Context: an optimization exercise on an open-source flow, tuned for small area, a short achievable clock period and few clock cycles. The choices shown serve that exercise and are no tape-out recipe.
Function was checked by simulation only, so behaviour that the tests miss may differ from the original.
No activity file was given, so power comes from the tool's default toggle rates.

==> flow/design.v (excerpt) <==
module cmd_rx_check (
    input  wire         clk,
    input  wire         rst,           
    input  wire         in_valid,
    output wire         in_ready,
    input  wire [63:0]  in_data,
    input  wire         in_last,
    input  wire [3:0]   in_nbytes,     
    output reg          out_valid,
    output wire [2:0]   out_kind,
    output wire [7:0]   out_status,
    output wire [127:0] out_hdr
);
    localparam [2:0] K_ACCEPT     = 3'd0;
    localparam [2:0] K_RETRANSMIT = 3'd1;
    localparam [2:0] K_REPLY      = 3'd2;
    localparam [2:0] K_EVENT      = 3'd3;
    localparam [2:0] K_DISCARD    = 3'd4;
    localparam [2:0] K_DROP       = 3'd5;
    assign in_ready = 1'b1;
    function [31:0] residue(input [2:0] nm1);    
        case (nm1)
            3'd0:    residue = 32'h552E4907;
            3'd1:    residue = 32'h1C220F94;
            3'd2:    residue = 32'h441A975C;
            3'd3:    residue = 32'h73D74D75;
            3'd4:    residue = 32'h44C19592;
            3'd5:    residue = 32'hA8D58375;
            3'd6:    residue = 32'hBA8D89CA;
            default: residue = 32'hB798B438;
        endcase
    endfunction
    reg         r_v;
    reg         r_last;
    reg [2:0]   r_nm1;         
    reg [63:0]  r_d;
    integer k;
    reg [63:0] in_mask;
    always @(*) begin
        for (k = 0; k < 8; k = k + 1)
            in_mask[8*k +: 8] = (!in_last || k < in_nbytes) ? 8'hFF : 8'h00;
    end
    always @(posedge clk) begin
        if (rst)
            r_v <= 1'b0;
        else
            r_v <= in_valid;
    end
    always @(posedge clk) begin
        r_last <= in_last;
        r_nm1  <= in_nbytes[2:0] - 3'd1;
  ...
Size: about 380 flip-flops, roughly 210 I/O pins, roughly 18000 µm² of cells after synthesis.
export LEC_CHECK = 0
export CAP_MARGIN = 20
export CORE_MARGIN = 2
export CORE_UTILIZATION = 40
export CTS_CLUSTER_DIAMETER = 140
export CTS_CLUSTER_SIZE = 28
export PLACE_DENSITY = 0.6
export SLEW_MARGIN = 20
export SYNTH_HIERARCHICAL = 1
export SYNTH_MINIMUM_KEEP_SIZE = 0
create_clock -name core_clock -period 11.0 [get_ports {clk}]
standard.sh (not shown) runs the stock make flow with config.mk's settings and CLKGATE_MAP_FILE= SYNTH_SCRIPT=/design/flow/synth_recipe.tcl, a recipe that flattens the netlist after the stock synthesis.
==> flow/flow/run.sh <==
#!/bin/bash
set -euo pipefail
MARGIN=$(cat flow/margin.txt)
bash standard.sh synth > synth.log 2>&1
bash standard.sh SETUP_SLACK_MARGIN=$MARGIN \
    "BUFFER_PORTS_ARGS=-buffer_cell sky130_fd_sc_hd__buf_2" finish > layout.log 2>&1
==> flow/flow/margin.txt <==
7.6
The baseline went through all stages and came out clean.
Testbench counts at the start, summed over its fixed seeds: cycles 87,214.
==> next run, changes <==
Settings changed: CTS_CLUSTER_DIAMETER 140 to 120, CTS_CLUSTER_SIZE 28 to 25.
What happened:
- combinational power barely changes
- worst setup slack is worse by 0.016 ns
- non-clock buffer count decreases by 1
- area after synthesis is unchanged
- wire length is about the same


cmd_rx_check, a different RTL version from the one above (not shown whole).
For scale: about 380 flip-flops, roughly 210 I/O pins, about 18000 µm² of cells after synthesis.
==> flow/config.mk <==
export PLATFORM = sky130hd
export DESIGN_NAME = cmd_rx_check
export DESIGN_NICKNAME = cmd_rx_check
export VERILOG_FILES = /design/flow/design.v
export SDC_FILE = /design/flow/constraint.sdc
export NUM_CORES = 4
export LEC_CHECK = 0
export CAP_MARGIN = 20
export CORE_MARGIN = 2
export CORE_UTILIZATION = 40
export CTS_CLUSTER_DIAMETER = 110
export CTS_CLUSTER_SIZE = 22
export PLACE_DENSITY = 0.6
export SLEW_MARGIN = 20
export SYNTH_HIERARCHICAL = 1
export SYNTH_MINIMUM_KEEP_SIZE = 0
==> flow/constraint.sdc <==
create_clock -name core_clock -period 11.0 [get_ports {clk}]
set_input_delay 2.2000 -clock core_clock [delete_from_list [all_inputs] [get_ports {clk}]]
set_output_delay 2.2000 -clock core_clock [all_outputs]
set_load 0.01 [all_outputs]
Scripts as last shown in full above: flow/flow/run.sh, flow/flow/margin.txt
Testbench counts at the start, summed over its fixed seeds: cycles 87,214.
Then changed:
==> flow/flow/margin.txt (replaced) <==
7.5
--- a/flow/config.mk
+++ b/flow/config.mk
@@ -10,4 +10,2 @@
 export CORE_UTILIZATION = 40
-export CTS_CLUSTER_DIAMETER = 110
-export CTS_CLUSTER_SIZE = 22
 export PLACE_DENSITY = 0.6
=> The new run finished with timing, DRC and antenna clean; final area rises by 3.6%; clock-buffer cell count rises by 32; total power rises by 11%; cell count rises by 1.7%; synthesized area does not change; die area is unchanged; flip-flop and latch count is unchanged.

-- what the ideal ports hide --
The flow's constraints put no driver on any port. The routed layouts listed below were extracted and timed again, unchanged, in two steps.
Step 1, drivers: a clkbuf_16 drives clk and a buf_2 each remaining input, both assumed.
Step 2 times the ports against the registers' clock, not the clock port: input delays grow and output delays shrink by t, the midpoint of the rising clock arrivals with the driver on.
Slacks: ideal / step 1 / step 2; pairs: ideal / step 1.
| run | shift t [ns] | setup WS [ns] | hold WS [ns] | slew at the worst register clock pin (ns) |
|---|---|---|---|---|
| the first run of note 1 | 0.597 | 7.619 / 7.564 / 7.239 | 0.363 / 0.363 / 0.363 | 0.12 / 0.12 |
| the second run of note 1 | 0.597 | 7.603 / 7.573 / 7.244 | 0.371 / 0.371 / 0.371 | 0.11 / 0.11 |
| the first run of note 2 | 0.588 | 7.604 / 7.589 / 7.339 | 0.367 / 0.367 / 0.367 | 0.10 / 0.10 |
| the second run of note 2 | 0.621 | 7.537 / 7.480 / 7.293 | 0.362 / 0.362 / 0.362 | 0.06 / 0.06 |
After both steps setup and hold are still met in every run listed. The setup slack of the first run of note 1, which loses most, moves by -0.055 ns with the drivers and by -0.380 ns with both steps.
